Background: an optimization exercise with open tools, aiming at small area, a short achievable clock period and few clock cycles per item. Do not read the settings as production practice. Where RTL was checked, it was by simulation tests only, not by an equivalence proof against the original.

==> inputs of job 5989 <==
Design lattice_interp, start of the top module:
module lattice_interp (
  input  wire        clk,
  input  wire        rst,
  input  wire        in_valid,
  input  wire [63:0] in_x,         
  output reg         in_ready,
  output reg         mem_rd,
  output reg  [16:0] mem_addr,
  input  wire [15:0] mem_rdata,    
  output reg         out_valid,
  output reg  [15:0] out_y
);
  reg  [63:0] x_r;         
  reg         act;         
  reg         lastc;       
  reg         fc;          
  reg  [3:0]  done;        
  wire [3:0]  one_x = {&in_x[63:48], &in_x[47:32], &in_x[31:16], &in_x[15:0]};
  wire [15:0] f0 = {x_r[11:0],  x_r[15:12]};
  wire [15:0] f1 = {x_r[27:16], x_r[31:28]};
  wire [15:0] f2 = {x_r[43:32], x_r[47:44]};
  wire [15:0] f3 = {x_r[59:48], x_r[63:60]};
  reg  [15:0] ib;
  wire g01 = f0 >= f1, g02 = f0 >= f2, g03 = f0 >= f3;
  wire g12 = f1 >= f2, g13 = f1 >= f3, g23 = f2 >= f3;
  wire g10 = f1 >= f0, g20 = f2 >= f0, g30 = f3 >= f0;
  wire g21 = f2 >= f1, g31 = f3 >= f1, g32 = f3 >= f2;
  wire [3:0] R = ~done & {|f3, |f2, |f1, |f0};
  wire [3:0] top;
  assign top[0] = R[0] & (~R[1] | g01) & (~R[2] | g02) & (~R[3] | g03);
  assign top[1] = R[1] & (~R[0] | g10) & (~R[2] | g12) & (~R[3] | g13);
  assign top[2] = R[2] & (~R[0] | g20) & (~R[1] | g21) & (~R[3] | g23);
  assign top[3] = R[3] & (~R[0] | g30) & (~R[1] | g31) & (~R[2] | g32);
  wire       more = |(R & ~top);
  reg  [3:0]  tp;          
  wire [16:0] inc_tp = (tp[0] ? 17'd1 : 17'd0) + (tp[1] ? 17'd17 : 17'd0) +
                       (tp[2] ? 17'd289 : 17'd0) + (tp[3] ? 17'd4913 : 17'd0);
  wire [16:0] addr_nx;
  wire ad_1s, ad_1c;
  lattice_fa ad_1u (.a(done[0]), .b(done[1]), .c(ib[4]), .s(ad_1s), .co(ad_1c));
  wire ad_2 = ib[5] ^ ib[8];
  wire ad_3 = ib[5] & ib[8];
  wire ad_4 = ib[6] ^ ib[9];
  wire ad_5 = ib[6] & ib[9];
  wire ad_6 = ib[7] ^ ib[10];
  wire ad_7 = ib[7] & ib[10];
  ...
==> flow/config.mk <==
export PLATFORM = sky130hd
export DESIGN_NAME = lattice_interp
export DESIGN_NICKNAME = lattice_interp
export VERILOG_FILES = /design/flow/design.v
export SDC_FILE = /design/flow/constraint.sdc
export NUM_CORES = 4
export LEC_CHECK = 0
export CAP_MARGIN = 20
export CORE_MARGIN = 2
export CORE_UTILIZATION = 40
export CTS_BUF_LIST = sky130_fd_sc_hd__clkbuf_16
export CTS_CLUSTER_DIAMETER = 80
export CTS_CLUSTER_SIZE = 25
export SLEW_MARGIN = 20
export SYNTH_HIERARCHICAL = 1
==> flow/constraint.sdc <==
create_clock -name core_clock -period 10.0 [get_ports {clk}]
set_input_delay 2.0000 -clock core_clock [delete_from_list [all_inputs] [get_ports {clk}]]
set_output_delay 2.0000 -clock core_clock [all_outputs]
set_load 0.01 [all_outputs]
standard.sh (not shown) runs the stock make flow with config.mk's settings and CLKGATE_MAP_FILE= SYNTH_SCRIPT=/design/flow/synth_recipe.tcl, a recipe that flattens the netlist after the stock synthesis.
==> flow/flow/run.sh <==
#!/bin/bash
# Standard layout, with plain buffers (buf_2) on the ports instead of the
# delay buffers the port-buffering step picks by default, and timing repair
# aiming at a shorter period than the 10 ns clock.
set -euo pipefail
bash standard.sh "BUFFER_PORTS_ARGS=-buffer_cell sky130_fd_sc_hd__buf_2" SETUP_SLACK_MARGIN=6.9 finish > standard.log 2>&1
==> job 8929 (differences from job 5989) <==
--- a/flow/design.v
+++ b/flow/design.v
@@ -138,131 +138,17 @@
   wire ad_72 = fc ? ad_41s : inc_tp[10];
   wire ad_73 = fc ? ad_42s : inc_tp[11];
   wire ad_74 = fc ? ad_43s : inc_tp[12];
   wire ad_75 = fc ? ad_44s : inc_tp[13];
   wire ad_76 = fc ? ib[14] : inc_tp[14];
   wire ad_77 = fc ? 1'b0 : inc_tp[15];
   wire ad_78 = fc ? 1'b0 : inc_tp[16];
-  wire ad_79 = ad_45 ^ ad_62;
-  wire ad_80 = ad_46 ^ ad_63;
-  wire ad_81 = ad_47 ^ ad_64;
-  wire ad_82 = ad_48 ^ ad_65;
-  wire ad_83 = ad_49 ^ ad_66;
-  wire ad_84 = ad_50 ^ ad_67;
-  wire ad_85 = ad_51 ^ ad_68;
-  wire ad_86 = ad_52 ^ ad_69;
-  wire ad_87 = ad_53 ^ ad_70;
-  wire ad_88 = ad_54 ^ ad_71;
-  wire ad_89 = ad_55 ^ ad_72;
-  wire ad_90 = ad_56 ^ ad_73;
-  wire ad_91 = ad_57 ^ ad_74;
-  wire ad_92 = ad_58 ^ ad_75;
-  wire ad_93 = ad_59 ^ ad_76;
-  wire ad_94 = ad_60 ^ ad_77;
-  wire ad_95 = ad_61 ^ ad_78;
-  wire ad_96 = ad_45 & ad_62;
-  wire ad_97 = ad_46 & ad_63;
-  wire ad_98 = ad_47 & ad_64;
-  wire ad_99 = ad_48 & ad_65;
-  wire ad_100 = ad_49 & ad_66;
-  wire ad_101 = ad_50 & ad_67;
-  wire ad_102 = ad_51 & ad_68;
-  wire ad_103 = ad_52 & ad_69;
-  wire ad_104 = ad_53 & ad_70;
-  wire ad_105 = ad_54 & ad_71;
-  wire ad_106 = ad_55 & ad_72;
-  wire ad_107 = ad_56 & ad_73;
-  wire ad_108 = ad_57 & ad_74;
-  wire ad_109 = ad_58 & ad_75;
-  wire ad_110 = ad_59 & ad_76;
-  wire ad_111 = ad_60 & ad_77;
-  wire ad_112 = ad_61 & ad_78;
-  wire ad_113 = ad_97 | (ad_80 & ad_96);
-  wire ad_114 = ad_80 & ad_79;
-  wire ad_115 = ad_99 | (ad_82 & ad_98);
-  wire ad_116 = ad_82 & ad_81;
-  wire ad_117 = ad_101 | (ad_84 & ad_100);
-  wire ad_118 = ad_84 & ad_83;
-  wire ad_119 = ad_103 | (ad_86 & ad_102);
-  wire ad_120 = ad_86 & ad_85;
-  wire ad_121 = ad_105 | (ad_88 & ad_104);
-  wire ad_122 = ad_88 & ad_87;
-  wire ad_123 = ad_107 | (ad_90 & ad_106);
-  wire ad_124 = ad_90 & ad_89;
-  wire ad_125 = ad_109 | (ad_92 & ad_108);
-  wire ad_126 = ad_92 & ad_91;
-  wire ad_127 = ad_111 | (ad_94 & ad_110);
-  wire ad_128 = ad_94 & ad_93;
-  wire ad_129 = ad_98 | (ad_81 & ad_113);
-  wire ad_130 = ad_81 & ad_114;
-  wire ad_131 = ad_115 | (ad_116 & ad_113);
-  wire ad_132 = ad_116 & ad_114;
-  wire ad_133 = ad_102 | (ad_85 & ad_117);
-  wire ad_134 = ad_85 & ad_118;
-  wire ad_135 = ad_119 | (ad_120 & ad_117);
-  wire ad_136 = ad_120 & ad_118;
-  wire ad_137 = ad_106 | (ad_89 & ad_121);
-  wire ad_138 = ad_89 & ad_122;
-  wire ad_139 = ad_123 | (ad_124 & ad_121);
-  wire ad_140 = ad_124 & ad_122;
-  wire ad_141 = ad_110 | (ad_93 & ad_125);
-  wire ad_142 = ad_93 & ad_126;
-  wire ad_143 = ad_127 | (ad_128 & ad_125);
-  wire ad_144 = ad_128 & ad_126;
-  wire ad_145 = ad_100 | (ad_83 & ad_131);
-  wire ad_146 = ad_83 & ad_132;
-  wire ad_147 = ad_117 | (ad_118 & ad_131);
-  wire ad_148 = ad_118 & ad_132;
-  wire ad_149 = ad_133 | (ad_134 & ad_131);
-  wire ad_150 = ad_134 & ad_132;
-  wire ad_151 = ad_135 | (ad_136 & ad_131);
-  wire ad_152 = ad_136 & ad_132;
-  wire ad_153 = ad_108 | (ad_91 & ad_139);
-  wire ad_154 = ad_91 & ad_140;
-  wire ad_155 = ad_125 | (ad_126 & ad_139);
-  wire ad_156 = ad_126 & ad_140;
-  wire ad_157 = ad_141 | (ad_142 & ad_139);
-  wire ad_158 = ad_142 & ad_140;
-  wire ad_159 = ad_143 | (ad_144 & ad_139);
-  wire ad_160 = ad_144 & ad_140;
-  wire ad_161 = ad_104 | (ad_87 & ad_151);
-  wire ad_162 = ad_87 & ad_152;
-  wire ad_163 = ad_121 | (ad_122 & ad_151);
-  wire ad_164 = ad_122 & ad_152;
-  wire ad_165 = ad_137 | (ad_138 & ad_151);
-  wire ad_166 = ad_138 & ad_152;
-  wire ad_167 = ad_139 | (ad_140 & ad_151);
-  wire ad_168 = ad_140 & ad_152;
-  wire ad_169 = ad_153 | (ad_154 & ad_151);
-  wire ad_170 = ad_154 & ad_152;
-  wire ad_171 = ad_155 | (ad_156 & ad_151);
-  wire ad_172 = ad_156 & ad_152;
-  wire ad_173 = ad_157 | (ad_158 & ad_151);
-  wire ad_174 = ad_158 & ad_152;
-  wire ad_175 = ad_159 | (ad_160 & ad_151);
-  wire ad_176 = ad_160 & ad_152;
-  wire ad_177 = ad_112 | (ad_95 & ad_175);
-  wire ad_178 = ad_95 & ad_176;
-  wire ad_179 = ad_80 ^ ad_96;
-  wire ad_180 = ad_81 ^ ad_113;
-  wire ad_181 = ad_82 ^ ad_129;
-  wire ad_182 = ad_83 ^ ad_131;
-  wire ad_183 = ad_84 ^ ad_145;
-  wire ad_184 = ad_85 ^ ad_147;
-  wire ad_185 = ad_86 ^ ad_149;
-  wire ad_186 = ad_87 ^ ad_151;
-  wire ad_187 = ad_88 ^ ad_161;
-  wire ad_188 = ad_89 ^ ad_163;
-  wire ad_189 = ad_90 ^ ad_165;
-  wire ad_190 = ad_91 ^ ad_167;
-  wire ad_191 = ad_92 ^ ad_169;
-  wire ad_192 = ad_93 ^ ad_171;
-  wire ad_193 = ad_94 ^ ad_173;
-  wire ad_194 = ad_95 ^ ad_175;
-  assign addr_nx = {ad_194, ad_193, ad_192, ad_191, ad_190, ad_189, ad_188, ad_187, ad_186, ad_185, ad_184, ad_183, ad_182, ad_181, ad_180, ad_179, ad_79};
+  wire [16:0] ad_x = {ad_61, ad_60, ad_59, ad_58, ad_57, ad_56, ad_55, ad_54, ad_53, ad_52, ad_51, ad_50, ad_49, ad_48, ad_47, ad_46, ad_45};
+  wire [16:0] ad_y = {ad_78, ad_77, ad_76, ad_75, ad_74, ad_73, ad_72, ad_71, ad_70, ad_69, ad_68, ad_67, ad_66, ad_65, ad_64, ad_63, ad_62};
+  lattice_add17 ad_cpa (.a(ad_x), .b(ad_y), .y(addr_nx));
   wire [3:0]  bs = act ? top : 4'd0;
   wire [15:0] b  = ({16{bs[0]}} & f0) | ({16{bs[1]}} & f1) |
                    ({16{bs[2]}} & f2) | ({16{bs[3]}} & f3);
   reg  [15:0] b_r, b_rr, w_reg, w2;
   reg         fc_d;
   wire [15:0] wa = fc_d ? 16'hffff : b_rr;
   wire [15:0] wn;
@@ -1483,7 +1369,14 @@
   input  wire c,
   output wire s,
   output wire co
 );
   assign s  = a ^ b ^ c;
   assign co = (a & b) | (a & c) | (b & c);
 endmodule
+module lattice_add17 (
+  input  wire [16:0] a,
+  input  wire [16:0] b,
+  output wire [16:0] y
+);
+  assign y = a + b;
+endmodule
==> flow/flow/run.sh (replaced) <==
#!/bin/bash
# Standard layout, with plain buffers (buf_1) on the ports instead of the
# delay buffers the port-buffering step picks by default, and timing repair
# aiming at a shorter period than the 10 ns clock.
set -euo pipefail
bash standard.sh "BUFFER_PORTS_ARGS=-buffer_cell sky130_fd_sc_hd__buf_1" SETUP_SLACK_MARGIN=6.5 finish > standard.log 2>&1
--- a/flow/config.mk
+++ b/flow/config.mk
@@ -5,11 +5,11 @@
 export SDC_FILE = /design/flow/constraint.sdc
 export NUM_CORES = 4
 export LEC_CHECK = 0
 export CAP_MARGIN = 20
 export CORE_MARGIN = 2
 export CORE_UTILIZATION = 40
 export CTS_BUF_LIST = sky130_fd_sc_hd__clkbuf_16
-export CTS_CLUSTER_DIAMETER = 80
-export CTS_CLUSTER_SIZE = 25
+export CTS_CLUSTER_DIAMETER = 90
+export CTS_CLUSTER_SIZE = 30
 export SLEW_MARGIN = 20
 export SYNTH_HIERARCHICAL = 1
==> job 9835 (differences from job 5989) <==
==> flow/flow/run.sh (replaced) <==
#!/bin/bash
# Standard layout, with plain buffers (buf_2) on the ports instead of the
# delay buffers the port-buffering step picks by default, and timing repair
# aiming at a shorter period than the 10 ns clock.
set -euo pipefail
bash standard.sh "BUFFER_PORTS_ARGS=-buffer_cell sky130_fd_sc_hd__buf_2" SETUP_SLACK_MARGIN=6.6 finish > standard.log 2>&1
==> job 3216 (differences from job 5989) <==
==> flow/flow/run.sh (replaced) <==
#!/bin/bash
# Standard layout, with plain buffers (buf_2) on the ports instead of the
# delay buffers the port-buffering step picks by default, and timing repair
# aiming at a shorter period than the 10 ns clock.
set -euo pipefail
bash standard.sh "BUFFER_PORTS_ARGS=-buffer_cell sky130_fd_sc_hd__buf_2" SETUP_SLACK_MARGIN=6.3 finish > standard.log 2>&1
==> flow_summary.json <==
{
  "final_cell_area_sq_um": 23600,
  "synth_top_area_share_pct": 20.8,
  "globalplace.congestion": 0.954,
  "muxShareOfSynthArea_pct": 1.45,
  "status": "timing/DRC/antenna clean",
  "switching_share_pct": 44.1,
  "worstPathRequired_ps": 10480,
  "seq_share_pct": 29.3,
  "cp.depth": 13
}
That was job 3216.
==> flow_summary.json <==
{
  "clock_power_share_pct": 11.2,
  "seq_share_pct": 28.7,
  "cp.depth": 14,
  "final_common_cell": "ha_1",
  "yosysMostFrequentCell": "dfxtp_1",
  "synth_top_area_share_pct": 20.8,
  "switching_share_pct": 44.4,
  "final_cell_area_sq_um": 24200,
  "synth_cell_types": 72,
  "globalplace.congestion": 0.937,
  "status": "timing/DRC/antenna clean"
}
That was job 9835.
==> flow_summary.json <==
{
  "switching_share_pct": 43.6,
  "cp.depth": 13,
  "muxShareOfSynthArea_pct": 1.45,
  "skew_ps": 22.0,
  "seq_area_sq_um": 7050,
  "status": "timing/DRC/antenna clean",
  "n_antenna_cell": 0,
  "final_common_cell": "ha_1",
  "place_hpwl_um": 44600,
  "worstPathRequired_ps": 10480,
  "synth_top_area_share_pct": 20.8,
  "globalplace.congestion": 0.917,
  "seq_share_pct": 27.9,
  "synthAdderAreaFrac_pct": 31.9
}
That was job 5989.
==> flow_summary.json <==
{
  "status": "timing/DRC/antenna clean",
  "cp.depth": 6,
  "wl_um": 56400,
  "placed_cells": 2733,
  "htreeDepth": 1,
  "muxShareOfSynthArea_pct": 1.40,
  "switching_share_pct": 44.6,
  "netlist_top_cells_area": "dfxtp_1 21%, fa_1 19%, ha_1 13%",
  "final_cell_area_sq_um": 23500,
  "synth_top_area_share_pct": 20.6,
  "n_antenna_cell": 1,
  "worstPathRequired_ps": 10420,
  "globalplace.congestion": 0.892
}
That was job 8929.
Testbench counts of job 8929, summed over its fixed seeds: cycles 8,968, items 2,048.
No functional check of the RTL was part of job 5989, job 9835 and job 3216.

==> static timing again, ports no longer ideal <==
No port has a modelled driver above. Below, the same layouts with a new extraction and two added sets of constraints.
Step 1, drivers: a clkbuf_16 drives clk and a buf_2 each remaining input, both assumed.
Step 2 also shifts input and output timing later by t, the mid clock arrival at the registers, as if the neighbouring blocks saw the same clock.
Three values: ideal ports, drivers, drivers and shift; two values: the first two.
| run | shift t [ns] | setup WS [ns] | clock arrival spread, ns | slew at the worst register clock pin (ns) |
|---|---|---|---|---|
| job 5989 | 0.601 | 6.400 / 6.400 / 6.400 | 0.024 / 0.024 | 0.09 / 0.09 |
| job 8929 | 0.595 | 6.611 / 6.611 / 6.356 | 0.025 / 0.025 | 0.11 / 0.11 |
| job 9835 | 0.621 | 6.347 / 6.347 / 6.347 | 0.022 / 0.022 | 0.10 / 0.10 |
| job 3216 | 0.596 | 6.344 / 6.344 / 6.267 | 0.024 / 0.024 | 0.10 / 0.10 |
After both steps setup and hold are still met in every run listed. The setup slack of job 8929, which loses most, moves by 0.000 ns with the drivers and by -0.255 ns with both steps.
